What follows belongs to an exercise in optimizing a design on an open flow for small area, a short achievable clock period and few clock cycles; a production flow would make more cautious choices.
RTL that was checked went through simulation tests only; none was proved equivalent to the original.

==> flow/design.v (excerpt) <==
module strobe_energy (
    input  wire        clk,
    input  wire        rst,
    input  wire        tbl_we,
    input  wire [2:0]  tbl_sel,
    input  wire [3:0]  tbl_idx,
    input  wire [31:0] tbl_data,
    input  wire        step_start,
    input  wire [15:0] step_theta,
    input  wire [10:0] step_density,
    input  wire        step_boost,
    input  wire [2:0]  step_pclass,
    input  wire [1:0]  step_nsub,
    input  wire        step_clamp,
    input  wire        dot_valid,
    output wire        dot_ready,
    input  wire [1:0]  dot_value,
    input  wire [3:0]  dot_hist,
    output wire        res_valid,
    input  wire        res_ready,
    output wire [22:0] res_energy,
    output wire [3:0]  res_mask
);
clock: 52.0 ns
lec_check: 0
cap_margin: 20
core_margin: 2
core_utilization: 40
place_density: 0.6
slew_margin: 20
standard.sh (not shown) runs the stock make flow with config.mk's settings and CLKGATE_MAP_FILE= SYNTH_SCRIPT=/design/flow/synth_recipe.tcl, a recipe that flattens the netlist after the stock synthesis.
==> flow/flow/run.sh <==
#!/bin/bash
# The standard layout, except that the input and output ports are buffered
# with buf_4 cells instead of the delay buffers buffer_ports picks by default.
# make's full output (which holds every tool's output) goes to flow_make.log;
# ORFS also keeps each step's log under orfs/logs/.
set -o pipefail
bash standard.sh "BUFFER_PORTS_ARGS=-buffer_cell sky130_fd_sc_hd__buf_4" finish > flow_make.log 2>&1
Testbench counts at the start, summed over its fixed seeds: cycles 19,900.
Then changed:
--- a/flow/design.v
+++ b/flow/design.v
@@ -144,16 +144,19 @@
             r_sub = {1'b0, r17} - {2'b00, span};
             if (!r_sub[17])
                 dv_next = {r_sub[15:0], dv_next[10:0], 1'b1};
             else
                 dv_next = {r17[15:0], dv_next[10:0], 1'b0};
         end
     end
-    wire [11:0] part_hi = scale + {dv[11-DIV_STEPS:0], {DIV_STEPS{1'b0}}};
-    wire [11:0] s_op    = scale + ((state == ST_UPS) ? {{(12-DIV_STEPS){1'b0}}, dv[DIV_STEPS-1:0]} : 12'd0);
+    wire [11:0] part_lo = scale + {dv[11-DIV_STEPS:0], {DIV_STEPS{1'b0}}};
+    wire [11-DIV_STEPS:0] part_hi1 = part_lo[11:DIV_STEPS] + 1'b1;
+    wire [DIV_STEPS:0] low_sum = {1'b0, part_lo[DIV_STEPS-1:0]} + {1'b0, dv_next[DIV_STEPS-1:0]};
+    wire [11:0] scale_fix = {low_sum[DIV_STEPS] ? part_hi1 : part_lo[11:DIV_STEPS],
+                             low_sum[DIV_STEPS-1:0]};
     wire [11:0] boost_rd  = boost_tbl[boost[2:0]];
     wire [11:0] boost_sel = (boost[3] && boost_rd != 12'd0) ? boost_rd : 12'd1024;
     reg        in0_v, in1_v;
     reg        rdy;          
     reg [1:0]  in0_val, in1_val;
     reg [3:0]  in0_h, in1_h;
     reg        q1_v, q1_z;
@@ -203,15 +206,15 @@
                 m1_b = cls_lo ? energy_lo[in0_h] : energy_hi[in0_h];
             end
         endcase
     end
     wire [27:0] m1_p;
     se_mul16x12 u_m1 (.a(m1_a), .b(m1_b), .y(m1_p));
     wire [19:0] x2;
-    se_mul18x12 u_m2 (.a(q1_x), .b(s_op), .y(x2));
+    se_mul18x12 u_m2 (.a(q1_x), .b(scale), .y(x2));
     wire [20:0] x3;
     se_mul20x11 u_m3 (.a(q2_x), .b(density), .y(x3));
     wire        ek_mode = (state == ST_EK);
     wire [9:0]  w_rd    = sub_share[cnt];
     wire [10:0] w_k     = {(w_rd == 10'd0), w_rd};
     wire [20:0] m4_a = ek_mode ? sub_e[3] : q3_x;
     wire [11:0] m4_b = ek_mode ? {1'b0, w_k} : boost;
@@ -339,15 +342,15 @@
                 boost   <= boost_sel;
                 clamp_e <= m1_p[25:10];
             end
             ST_RDHI: begin
                 e1    <= {5'd0, rd_pt - span};
                 cnt   <= 2'd0;
                 e0    <= {5'd0, ip_dt};
-                e2    <= interp ? {9'd0, ip_ds} : 21'd0;
+                e2    <= {9'd0, ip_ds};
                 e3    <= 21'd0;
                 if (interp && down)
                     scale <= rd_sc;
                 if (!interp)
                     q1_x <= {2'd0, energy_target[0]};
             end
             ST_MUL: begin
@@ -355,21 +358,18 @@
                 e3 <= {14'd0, m1_p[27:21]};
             end
             ST_DIV: begin
                 e2  <= dv_next[20:0];
                 e3  <= {14'd0, dv_next[27:21]};
                 cnt <= cnt + 2'd1;
                 if (cnt == DIV_CYC - 1) begin
-                    scale <= part_hi;
+                    scale <= scale_fix;
                     q1_x  <= {2'd0, energy_target[0]};
                 end
             end
-            ST_UPS: begin
-                scale <= s_op;
-            end
             ST_UP3: begin
                 e3       <= m4_y[20:0];
                 cnt      <= 2'd0;
             end
             ST_EK: begin
                 case (cnt)
                     2'd0: e0 <= m4_y[20:0];
=> Flip-flop and latch count stays the same. Worst setup slack got worse by 1200 ps. Routed wire length came out lower by 0.35%. Design area increases by 0.78%. Count of clock-buffer cells in the layout decreases by 5. Global-route usage decreases by 0.65 points. Core utilization falls by 0.13 points. Register-to-register slack loses 1200 ps. Via count climbs by 1.5%. Worst hold slack gets worse by 28 ps.
No functional check of the RTL was part of the second run of this note.

---

strobe_energy, a different RTL version from the one above (not shown whole).
Size: about 8,000 cells after synthesis, roughly 110 I/O pins, about 0.090 mm2 of cells after synthesis.
Design strobe_energy, start of the top module:
module strobe_energy (
    input  wire        clk,
    input  wire        rst,
    input  wire        tbl_we,
    input  wire [2:0]  tbl_sel,
    input  wire [3:0]  tbl_idx,
    input  wire [31:0] tbl_data,
    input  wire        step_start,
    input  wire [15:0] step_theta,
    input  wire [10:0] step_density,
    input  wire        step_boost,
    input  wire [2:0]  step_pclass,
    input  wire [1:0]  step_nsub,
    input  wire        step_clamp,
    input  wire        dot_valid,
    output wire        dot_ready,
    input  wire [1:0]  dot_value,
    input  wire [3:0]  dot_hist,
    output wire        res_valid,
    input  wire        res_ready,
    output wire [22:0] res_energy,
    output wire [3:0]  res_mask
);
export LEC_CHECK = 0
export CAP_MARGIN = 20
export CORE_MARGIN = 2
export CORE_UTILIZATION = 40
export CTS_CLUSTER_DIAMETER = 150
export CTS_CLUSTER_SIZE = 20
export PLACE_DENSITY = 0.6
export SLEW_MARGIN = 20
create_clock -name core_clock -period 52.0 [get_ports {clk}]
Scripts as last shown in full above: flow/flow/run.sh
Testbench counts at the start, summed over its fixed seeds: cycles 19,911.
==> next run, changes <==
--- a/flow/design.v
+++ b/flow/design.v
@@ -69,22 +69,20 @@
     localparam ST_UPS  = 4'd5;
     localparam ST_UP2  = 4'd6;
     localparam ST_UP3  = 4'd7;
     localparam ST_EK   = 4'd8;
     localparam ST_RUN  = 4'd9;
     reg [3:0]  state;
     reg [2:0]  cnt;
     reg [11:0] scale;        
     reg [10:0] density;      
     reg [11:0] boost;        
-    reg [3:0]  bsel;         
-    reg        st_wait;      
     reg [15:0] clamp_e;      
     reg [1:0]  nsub;
     reg        clamp_on;
     reg [20:0] e0, e1, e2, e3;
     wire [15:0] theta = e3[15:0];    
     wire [15:0] span  = e2[15:0];    
     wire [27:0] dv    = {e1[6:0], e0};
     wire [20:0] sub_e [0:3];
     assign sub_e[0] = e0;
     assign sub_e[1] = e1;
@@ -150,23 +148,22 @@
             r17   = {dv_next[27:12], dv_next[11]};
             r_sub = {1'b0, r17} - {2'b00, span};
             if (!r_sub[17])
                 dv_next = {r_sub[15:0], dv_next[10:0], 1'b1};
             else
                 dv_next = {r17[15:0], dv_next[10:0], 1'b0};
         end
     end
     wire [11:0] part_hi = scale + {dv[11-DIV_STEPS:0], {DIV_STEPS{1'b0}}};
     wire [11:0] s_op    = scale + ((state == ST_UPS) ? {{(12-DIV_STEPS){1'b0}}, dv[DIV_STEPS-1:0]} : 12'd0);
-    wire [11:0] boost_rd  = boost_tbl[bsel[2:0]];
-    wire [11:0] boost_sel = (bsel[3] && boost_rd != 12'd0) ? boost_rd : 12'd1024;
-    wire        ld_step   = st_wait && step_start;
+    wire [11:0] boost_rd  = boost_tbl[boost[2:0]];
+    wire [11:0] boost_sel = (boost[3] && boost_rd != 12'd0) ? boost_rd : 12'd1024;
     reg        in0_v, in1_v;
     reg        rdy;          
     reg [1:0]  in0_val, in1_val;
     reg [3:0]  in0_h, in1_h;
     reg        q1_v, q1_z;
     reg [17:0] q1_x;
     reg        q2_v, q2_z;
     reg [19:0] q2_x;
     reg        q3_v, q3_z;
     reg [20:0] q3_x;
@@ -249,21 +246,20 @@
                 s5_m[j] = 1'b1;
                 rr = r_nx;
             end
         end
     end
     wire [22:0] d_energy = q4_z ? 23'd0 : q4_x;
     wire [3:0]  d_mask   = q4_z ? 4'd0  : s5_m;
     always @(posedge clk) begin
         if (rst) begin
             state   <= ST_IDLE;
-            st_wait <= 1'b1;
             in0_v   <= 1'b0;
             in1_v   <= 1'b0;
             rdy     <= 1'b1;
             q1_v    <= 1'b0;
             q2_v    <= 1'b0;
             q3_v    <= 1'b0;
             q4_v    <= 1'b0;
             out_v   <= 1'b0;
             sk_v    <= 1'b0;
         end else begin
@@ -282,43 +278,36 @@
                 q2_v <= q1_v && (run || ok2);
             if (q3_en)
                 q3_v <= q2_v && (run || ok3);
             if (q4_en)
                 q4_v <= q3_v && run;
             if (!out_v || res_ready)
                 out_v <= sk_v || push;
             sk_v <= sk_v ? !pop : (push && out_v && !res_ready);
             case (state)
                 ST_IDLE, ST_RUN:
-                    if (step_start) begin
-                        state   <= ST_CMP;
-                        st_wait <= 1'b0;
-                    end
+                    if (step_start)
+                        state <= ST_CMP;
                 ST_CMP:  state <= ST_RDLO;
                 ST_RDLO: state <= ST_RDHI;
                 ST_RDHI: state <= interp ? ST_MUL : ST_UPS;
                 ST_MUL:  state <= ST_DIV;
                 ST_DIV:
                     if (cnt == DIV_CYC - 1)
                         state <= ST_UPS;
                 ST_UPS:  state <= ST_UP2;
                 ST_UP2:  state <= ST_UP3;
                 ST_UP3:  state <= ST_EK;
                 ST_EK:
-                    if (cnt[1:0] == nsub) begin
-                        state   <= ST_RUN;
-                        st_wait <= 1'b1;
-                    end
-                default: begin
-                    state   <= ST_IDLE;
-                    st_wait <= 1'b1;
-                end
+                    if (cnt[1:0] == nsub)
+                        state <= ST_RUN;
+                default: state <= ST_IDLE;
             endcase
         end
     end
     always @(posedge clk) begin
         if (!in1_v) begin
             in1_val <= dot_value;
             in1_h   <= dot_hist;
         end
         if (in_go || !in0_v) begin
             in0_val <= in1_v ? in1_val : dot_value;
@@ -341,51 +330,47 @@
             q4_x <= s4_e;
         end
         if (!out_v || res_ready) begin
             out_energy <= sk_v ? sk_energy : d_energy;
             out_mask   <= sk_v ? sk_mask : d_mask;
         end
         if (!sk_v) begin
             sk_energy <= d_energy;
             sk_mask   <= d_mask;
         end
-        if (ld_step) begin
-            density  <= step_density;
-            bsel     <= {step_boost, step_pclass};
-            nsub     <= step_nsub;
-            clamp_on <= step_clamp;
-        end
         case (state)
             ST_IDLE, ST_RUN: begin
-                if (ld_step)
-                    e3 <= {5'd0, step_theta};
+                if (step_start) begin
+                    e3       <= {5'd0, step_theta};
+                    density  <= step_density;
+                    boost    <= {8'd0, step_boost, step_pclass};
+                    nsub     <= step_nsub;
+                    clamp_on <= step_clamp;
+                end
             end
             ST_CMP: begin
                 boost   <= boost_sel;
                 clamp_e <= m1_p[25:10];
             end
             ST_RDLO: begin
                 e2      <= {5'd0, rd_pt};
                 scale   <= rd_sc;
             end
             ST_RDHI: begin
                 e2    <= {5'd0, rd_pt - span};
                 cnt   <= (ip_ds[11:4] == 8'd0) ? 3'd4 :
-                         (ip_ds[11:6] == 6'd0) ? 3'd3 :
                          (ip_ds[11:8] == 4'd0) ? 3'd2 : 3'd0;
                 e3    <= {5'd0, ip_dt};
                 if (!interp)
                     e0 <= 21'd0;
                 else if (ip_ds[11:4] == 8'd0)
                     e0 <= {9'd0, ip_ds[3:0], 8'd0};
-                else if (ip_ds[11:6] == 6'd0)
-                    e0 <= {9'd0, ip_ds[5:0], 6'd0};
                 else if (ip_ds[11:8] == 4'd0)
                     e0 <= {9'd0, ip_ds[7:0], 4'd0};
                 else
                     e0 <= {9'd0, ip_ds};
                 e1    <= 21'd0;
                 if (interp && down)
                     scale <= rd_sc;
                 if (!interp)
                     q1_x <= {2'd0, energy_target[0]};
             end
Clock-buffer cell count falls by 1; non-clock buffer count rises by 5; fmax hardly moves; setup slack gains 8.5 ps; global-route usage falls by 0.66 points; synthesized cell count falls by 1.0%; critical path depth falls by 34.
Testbench counts after the change, summed over its fixed seeds: cycles 19,982.

==> what the ideal ports hide <==
How much do the figures lean on ideal ports? The routed layouts below were timed once more, with nothing changed but the port constraints. Step 1, drivers: a clkbuf_16 drives clk and a buf_2 each remaining input, both assumed. Step 2 also shifts input and output timing later by t, the mid clock arrival at the registers, as if the neighbouring blocks saw the same clock. Slacks: no drivers / after step 1 / after step 2; pairs: no drivers / after step 1.
run | shift t [ns] | slack for setup (ns) | clock arrival spread, ns | worst register clock-pin slew, ns
the first run of note 1 | 0.899 | 39.044 / 39.044 / 39.044 | 0.093 / 0.093 | 0.07 / 0.07
the second run of note 1 | 0.911 | 37.858 / 37.858 / 37.858 | 0.087 / 0.087 | 0.07 / 0.07
the first run of note 2 | 0.839 | 40.273 / 40.221 / 39.439 | 0.035 / 0.036 | 0.10 / 0.10
the second run of note 2 | 0.856 | 40.281 / 40.193 / 39.596 | 0.098 / 0.099 | 0.11 / 0.11
After both steps setup and hold are still met in every run listed. The setup slack of the first run of note 2, which loses most, moves by -0.052 ns with the drivers and by -0.834 ns with both steps.
